From an optimization exercise on the open Yosys and OpenROAD flow, aimed at small area, a short achievable clock period and few clock cycles per item; shortcuts taken in it are not production practice.
In this exercise RTL edits were held to simulation tests only and were not proved equivalent to the original.

File: design/flow/config.mk
export PLATFORM = sky130hd
export DESIGN_NAME = stripe_engine
export DESIGN_NICKNAME = stripe_engine
export VERILOG_FILES = /design/flow/design.v
export SDC_FILE = /design/flow/constraint.sdc
export NUM_CORES = 4
export LEC_CHECK = 0
export CAP_MARGIN = 20
export CORE_MARGIN = 2
export CORE_UTILIZATION = 40
export SLEW_MARGIN = 20
File: design/flow/constraint.sdc
create_clock -name core_clock -period 20.0 [get_ports {clk}]
set_input_delay 4.0000 -clock core_clock [delete_from_list [all_inputs] [get_ports {clk}]]
set_output_delay 4.0000 -clock core_clock [all_outputs]
set_load 0.01 [all_outputs]
File: design/flow/design.v
module stripe_engine (
    input  wire         clk,
    input  wire         rst,
    input  wire         in_valid,
    output wire         in_ready,
    input  wire [127:0] in_data,
    input  wire [4:0]   in_col,
    input  wire         in_last,
    input  wire [4:0]   in_a,
    input  wire [4:0]   in_b,
    output wire         out_valid,
    input  wire         out_ready,
    output wire [127:0] out_a,
    output wire [127:0] out_b
);
    localparam COL_P = 5'd30;
    localparam COL_Q = 5'd31;
    localparam S_ACC  = 2'd0;    
    localparam S_CALC = 2'd1;    
    localparam S_OUT  = 2'd2;    
    function [7:0] gf_mul;
        input [7:0] a;
        input [7:0] b;
        integer i;
        reg [7:0] p;
        reg [7:0] t;
        begin
            p = 8'h00;
            t = a;
            for (i = 0; i < 8; i = i + 1) begin
                if (b[i])
                    p = p ^ t;
                t = {t[6:0], 1'b0} ^ (t[7] ? 8'h1D : 8'h00);
            end
            gf_mul = p;
        end
    endfunction
    function [7:0] gf_inv;
        input [7:0] a;
        integer i;
        reg [7:0] sq;
        reg [7:0] r;
        begin
            r  = 8'h01;
            sq = a;
            for (i = 1; i < 8; i = i + 1) begin
                sq = gf_mul(sq, sq);    
                r  = gf_mul(r, sq);
            end
            gf_inv = r;
        end
    endfunction
    function [7:0] gf_pow;
        input [4:0] i;
        begin
            case (i)
                5'd0:  gf_pow = 8'h01;  5'd1:  gf_pow = 8'h02;
                5'd2:  gf_pow = 8'h04;  5'd3:  gf_pow = 8'h08;
                5'd4:  gf_pow = 8'h10;  5'd5:  gf_pow = 8'h20;
                5'd6:  gf_pow = 8'h40;  5'd7:  gf_pow = 8'h80;
                5'd8:  gf_pow = 8'h1D;  5'd9:  gf_pow = 8'h3A;
                5'd10: gf_pow = 8'h74;  5'd11: gf_pow = 8'hE8;
                5'd12: gf_pow = 8'hCD;  5'd13: gf_pow = 8'h87;
                5'd14: gf_pow = 8'h13;  5'd15: gf_pow = 8'h26;
                5'd16: gf_pow = 8'h4C;  5'd17: gf_pow = 8'h98;
                5'd18: gf_pow = 8'h2D;  5'd19: gf_pow = 8'h5A;
                5'd20: gf_pow = 8'hB4;  5'd21: gf_pow = 8'h75;
                5'd22: gf_pow = 8'hEA;  5'd23: gf_pow = 8'hC9;
                5'd24: gf_pow = 8'h8F;  5'd25: gf_pow = 8'h03;
                5'd26: gf_pow = 8'h06;  5'd27: gf_pow = 8'h0C;
                5'd28: gf_pow = 8'h18;  5'd29: gf_pow = 8'h30;
                default: gf_pow = 8'h00;
            endcase
        end
    endfunction
    function [7:0] gf_pow_neg;
        input [4:0] i;
        begin
            case (i)
                5'd0:  gf_pow_neg = 8'h01;  5'd1:  gf_pow_neg = 8'h8E;
                5'd2:  gf_pow_neg = 8'h47;  5'd3:  gf_pow_neg = 8'hAD;
                5'd4:  gf_pow_neg = 8'hD8;  5'd5:  gf_pow_neg = 8'h6C;
                5'd6:  gf_pow_neg = 8'h36;  5'd7:  gf_pow_neg = 8'h1B;
                5'd8:  gf_pow_neg = 8'h83;  5'd9:  gf_pow_neg = 8'hCF;
                5'd10: gf_pow_neg = 8'hE9;  5'd11: gf_pow_neg = 8'hFA;
                5'd12: gf_pow_neg = 8'h7D;  5'd13: gf_pow_neg = 8'hB0;
                5'd14: gf_pow_neg = 8'h58;  5'd15: gf_pow_neg = 8'h2C;
                5'd16: gf_pow_neg = 8'h16;  5'd17: gf_pow_neg = 8'h0B;
                5'd18: gf_pow_neg = 8'h8B;  5'd19: gf_pow_neg = 8'hCB;
                5'd20: gf_pow_neg = 8'hEB;  5'd21: gf_pow_neg = 8'hFB;
                5'd22: gf_pow_neg = 8'hF3;  5'd23: gf_pow_neg = 8'hF7;
                5'd24: gf_pow_neg = 8'hF5;  5'd25: gf_pow_neg = 8'hF4;
                5'd26: gf_pow_neg = 8'h7A;  5'd27: gf_pow_neg = 8'h3D;
                5'd28: gf_pow_neg = 8'h90;  5'd29: gf_pow_neg = 8'h48;
                default: gf_pow_neg = 8'h00;
            endcase
        end
    endfunction
    function [127:0] gf_mul_vec;
        input [127:0] v;
        input [7:0]   c;
        integer j;
        begin
            for (j = 0; j < 16; j = j + 1)
                gf_mul_vec[8*j +: 8] = gf_mul(v[8*j +: 8], c);
        end
    endfunction
    reg [1:0]   state;
    reg [127:0] sp;         
    reg [127:0] sq;         
    reg [4:0]   a_q;
    reg [4:0]   b_q;
    reg [127:0] res_a;
    reg [127:0] res_b;
    assign in_ready  = (state == S_ACC);
    assign out_valid = (state == S_OUT);
    assign out_a     = res_a;
    assign out_b     = res_b;
    wire take = in_valid && in_ready;
    reg [7:0] alpha, beta, gamma, delta;
    reg [7:0] gx, gy, inv_xy;
    always @(*) begin
        gx     = gf_pow(a_q);
        gy     = gf_pow(b_q);
        inv_xy = gf_inv(gx ^ gy);
        if (a_q == COL_P) begin
            alpha = 8'h01; beta = 8'h00; gamma = 8'h00; delta = 8'h01;
        end else if (b_q == COL_Q) begin
            alpha = 8'h01; beta = 8'h00; gamma = gx; delta = 8'h01;
        end else if (b_q == COL_P) begin
            alpha = 8'h00; beta = gf_pow_neg(a_q); gamma = 8'h01; delta = gf_pow_neg(a_q);
        end else begin
            alpha = gf_mul(inv_xy, gy); beta = inv_xy;
            gamma = alpha ^ 8'h01;      delta = inv_xy;
        end
    end
    always @(posedge clk) begin
        if (rst) begin
            state <= S_ACC;
            sp    <= 128'd0;
            sq    <= 128'd0;
            a_q   <= 5'd0;
            b_q   <= 5'd0;
        end else begin
            case (state)
                S_ACC: begin
                    if (take) begin
                        if (in_col == COL_P) begin
                            sp <= sp ^ in_data;
                        end else if (in_col == COL_Q) begin
                            sq <= sq ^ in_data;
                        end else begin
                            sp <= sp ^ in_data;
                            sq <= sq ^ gf_mul_vec(in_data, gf_pow(in_col));
                        end
                        if (in_last) begin
                            a_q   <= in_a;
                            b_q   <= in_b;
                            state <= S_CALC;
                        end
                    end
                end
                S_CALC: begin
                    res_a <= gf_mul_vec(sp, alpha) ^ gf_mul_vec(sq, beta);
                    res_b <= gf_mul_vec(sp, gamma) ^ gf_mul_vec(sq, delta);
                    sp    <= 128'd0;
                    sq    <= 128'd0;
                    state <= S_OUT;
                end
                S_OUT: begin
                    if (out_ready)
                        state <= S_ACC;
                end
                default: state <= S_ACC;
            endcase
        end
    end
endmodule
File: design/flow/run.sh
#!/bin/bash
# synth_recipe.tcl (not shown) runs the flow's synth.tcl, then flattens the netlist and writes it again
# the make line also repeats each setting of config.mk as NAME=value (left out here)
make -C /OpenROAD-flow-scripts/flow DESIGN_CONFIG=/design/flow/config.mk WORK_HOME=/design/flow/orfs CLKGATE_MAP_FILE= SYNTH_SCRIPT=/design/flow/synth_recipe.tcl finish
==> results.txt <==
* Status: timing/DRC/antenna clean
* Fmax achieved at 0.0518 GHz
* Min cycle time layout at 19.32 ns
* Slew Limit Fails at 0
* Hold path cells at 2
* Crit path arrival time at 19.81 ns
* Clk_skew at 0.0444 ns
* Unrepaired setup endpoints after global routing: false
* Final Worst Setup Slack at 0.681 ns
* Worst min path class: reg2reg
* Synth Flop Type: dfxtp_1
* Die W at 541 µm
* Placed Area at 124000 µm²
* Clock transition at the registers of the reported paths at 0.06 ns
* CP endpoint kind: flop
* Largest cells by area after synthesis: xnor2_1, xor2_1, nand2_1
* Post-synthesis cell area at 115000 µm²
* Nets at 15800
* Via Count at 118000
* CTS Hold Buffers Added at 0
* CTS tree: yes
* Synth cell types at 107
* Fraction of layout cells with a size suffix above 1 at 6.59%
* EDFF count, synth at 256
* Die height at 541 µm
* Crit path launch type: flop
* Pre-CTS setup slack at 0.571 ns
* Crit path max fanout at 17
* Yosys top cell area share at 28.4%
* Placed insts at 19400
* Cell Rows at 197
* R2R cell count at 55
* Part of the cycle the worst path needs at 96.6%
* Gr ovfl total at 0
* Synth Register Bits at 548
* CTS Buf Count at 78
* Crit path top cell by count: xnor3_1
* Syn Inst Count at 16000
* Synth area leader: xnor2_1
* Total core area at 287000 µm²
* Io pins at 406
* Final HPWL DP at 417000 µm
* Clk latency of the worst-skew pair at 0.75 ns
* Slowest cell on crit path: or4_4
* Crit. Startpoint: gy[6]$_DFF_P_
* Clk buf depth at 3
* Vias in the first global route at 106000
* Final Cell Area at 127000 µm²
* CP required at 20.49 ns
* Die footprint at 293000 µm²
* H-tree depth at 3
* CTS Sinks at 548
* R2R Setup Slk at 0.68 ns
* GRT Total Usage at 37.5%
* DR pass1 iterations at 9
* Setup-failing EPs final at 0
* Actual slew at the worst max-slew pin at 1.28 ns
* Hold Fails Final Rpt at 0
* Post-route ant nets at 0
* Final WL at 572000 µm
* Post-route DRC at 0
* Setup crit end: res_a[121]$_DFFE_PP_
* Maxcap violations at 0
* Syn-to-layout area delta at 9.87%
* Global-route wire length before repair at 805000 µm
* Starting Density at 40.1%
* Vias/cell at 6.03
* Worst r2r src: gy[6]$_DFF_P_
* Slowest stage delay, CP at 0.73 ns
* Buffer type at the clock tree root: clkbuf_16
* # port buffers at 405
* Post-Syn Nets at 16200
* Largest net degree at the start of global routing at 146
* WS Path Type: reg2reg
* Setup TNS at 0 ns
* Initial antenna violation count at 78
* Yosys warns at 1
* Syn avg cell area at 7.20 µm²
* Sequential fraction of the synthesis area at 11.7%
* RR Endpoint: res_a[121]$_DFFE_PP_
* Synth async-reset ratio at 0%
* Non-filler cells, final at 19500
* Drt wl/cell at 29.3 µm
* DRT iter0 DRCs at 17800
* Worst rel slew slack at 14.4%
* Gpl congestion at 1.05
-- cells in the mapped netlist, types with 33 or more instances --
cell type  count
nor3_1       264
inv_1        102
nor2_1      2159
buf_1        215
o22ai_1      178
ha_1          35
o21ai_0      706
mux2i_1      139
buf_2        433
xor2_1      1234
a31oi_1       92
nand3_1      211
buf_4         61
a211oi_1     153
xnor3_1      331
o221ai_1      76
a221oi_1      70
and2_1        61
nand2b_1      41
dfxtp_1      292
xnor2_2       33
a22oi_1      223
a21oi_1      766
o211ai_1      55
edfxtp_1     256
and3_1        45
a32oi_1       67
o21ai_1       90
a221o_1       56
xnor2_1     3736
clkbuf_1     766
o31ai_1       50
nand2_1     2513
-- kinds of logic after synthesis --
kind of cell / after synthesis / synth area share, %
XOR/XNOR: 5403 / 46.1
multiplexers: 171 / 1.52
adder cells (fa/ha/maj): 35 / 0.380
buffers and inverters: 1608 / 5.97
flip-flops: 548 / 11.7
AO/OA/AOI/OAI: 2825 / 15.4
AND/OR/NAND/NOR: 5444 / 19.0
-- cell type report --
class / count / area, µm²
inverter: 119 / 447
timing repair buffer: 1038 / 9510
tap: 3781 / 4730
multi-input combinational: 13900 / 95700
antenna: 17 / 42.5
clock inverter: 53 / 693
fill: 29300 / 161000
sequential: 548 / 13500
clock buffer: 89 / 2080
-- metal layers --
metal / global-route usage [%] / share of wire [%]
met1: 48.6 / 38
met2: 54.0 / 41
met3: 10.7 / 13
met5: 0 / 0.099
met4: 24.1 / 8.0
-- worst min-delay path by stage --
| stage | from | endpoint | slack (ns) |
|---|---|---|---|
| after floorplan | state[0]$_SDFFE_PP0P_ | state[1]$_SDFFE_PP0P_ | 0.53 |
| after global placement | sp[100]$_SDFFE_PP0P_ | sp[100]$_SDFFE_PP0P_ | 0.50 |
| after detailed placement | sp[75]$_SDFFE_PP0P_ | sp[75]$_SDFFE_PP0P_ | 0.50 |
| after CTS | sp[75]$_SDFFE_PP0P_ | sp[75]$_SDFFE_PP0P_ | 0.52 |
| after global routing | sp[64]$_SDFFE_PP0P_ | sp[64]$_SDFFE_PP0P_ | 0.54 |
| final | sp[100]$_SDFFE_PP0P_ | sp[100]$_SDFFE_PP0P_ | 0.52 |
-- worst max-delay path: cells and delay by family (launching register included) --
kind                       cells  cell delay [ns]
xor gates and xnor gates      28            11.31
and+or+nand+nor               12             3.05
AOI/OAI and AO/OA              6             1.69
buffers and inverters          5             1.10
muxes                          3             0.90
DFF                            1             0.56
adders and majority gates      1             0.39
-- state kept, by name (all words and copies together), names as in the netlist, named ones only --
signal	flops
a_q	5
b_q	5
gx	8
gy	8
res_a	128
res_b	128
sp	128
sq	128
state	2
-- metrics by stage --
stage	util, %	hold slack (ns)
6_report	44.1	0.521
5_1_grt	44.1	0.540
4_1_cts	44.0	0.517
3_5_place_dp	43.0	0.498
3_3_place_gp	43.0	0.496
2_1_floorplan	-	0.532
-- repair_timing --
action | in CTS | in global routing
buffers inserted | 0 | 12
endpoints found under the setup margin | 0 | 232
gates resized for setup | 0 | 19
-- cells in the final DEF, fill, tap and decap left out, types with 25 or more instances in the layout --
cell / n
xnor2_1: 3718
nand2_1: 2505
nor2_1: 2141
xor2_1: 1227
a21oi_1: 763
o21ai_0: 701
buf_4: 575
clkdlybuf4s50_1: 405
xnor3_1: 329
dfxtp_1: 291
nor3_1: 262
edfxtp_1: 256
a22oi_1: 223
nand3_1: 211
o22ai_1: 178
a211oi_1: 150
mux2i_1: 136
inv_1: 102
a31oi_1: 91
o21ai_1: 87
clkbuf_16: 81
o221ai_1: 76
a221oi_1: 70
a32oi_1: 66
a221o_1: 56
buf_12: 56
and2_1: 55
o211ai_1: 55
xnor2_2: 50
o31ai_1: 50
and3_1: 45
ha_1: 35
nand2b_1: 33
or3_1: 30
xor3_1: 28
mux2_2: 28
a21o_1: 27
nor2b_1: 25
Testbench counts, summed over its fixed seeds: cycles 28,728, groups 2,400.

## separate check: timing with driven ports
The flow's constraints put no driver on any port. The routed layout listed below was extracted and timed again, unchanged, in two steps. Step 1, drivers: a clkbuf_16 drives clk and a buf_2 each remaining input, both assumed. Step 2 also shifts input and output timing later by t, the mid clock arrival at the registers, as if the neighbouring blocks saw the same clock. Slacks: no drivers / after step 1 / after step 2; pairs: no drivers / after step 1.
shift t [ns]: 0.843
slack for setup (ns): 0.681 / 0.681 / 0.681
worst register clock-pin slew, ns: 0.08 / 0.08
After both steps setup and hold are still met in this run. The setup slack of this run moves by 0.000 ns with the drivers and by 0.000 ns with both steps.
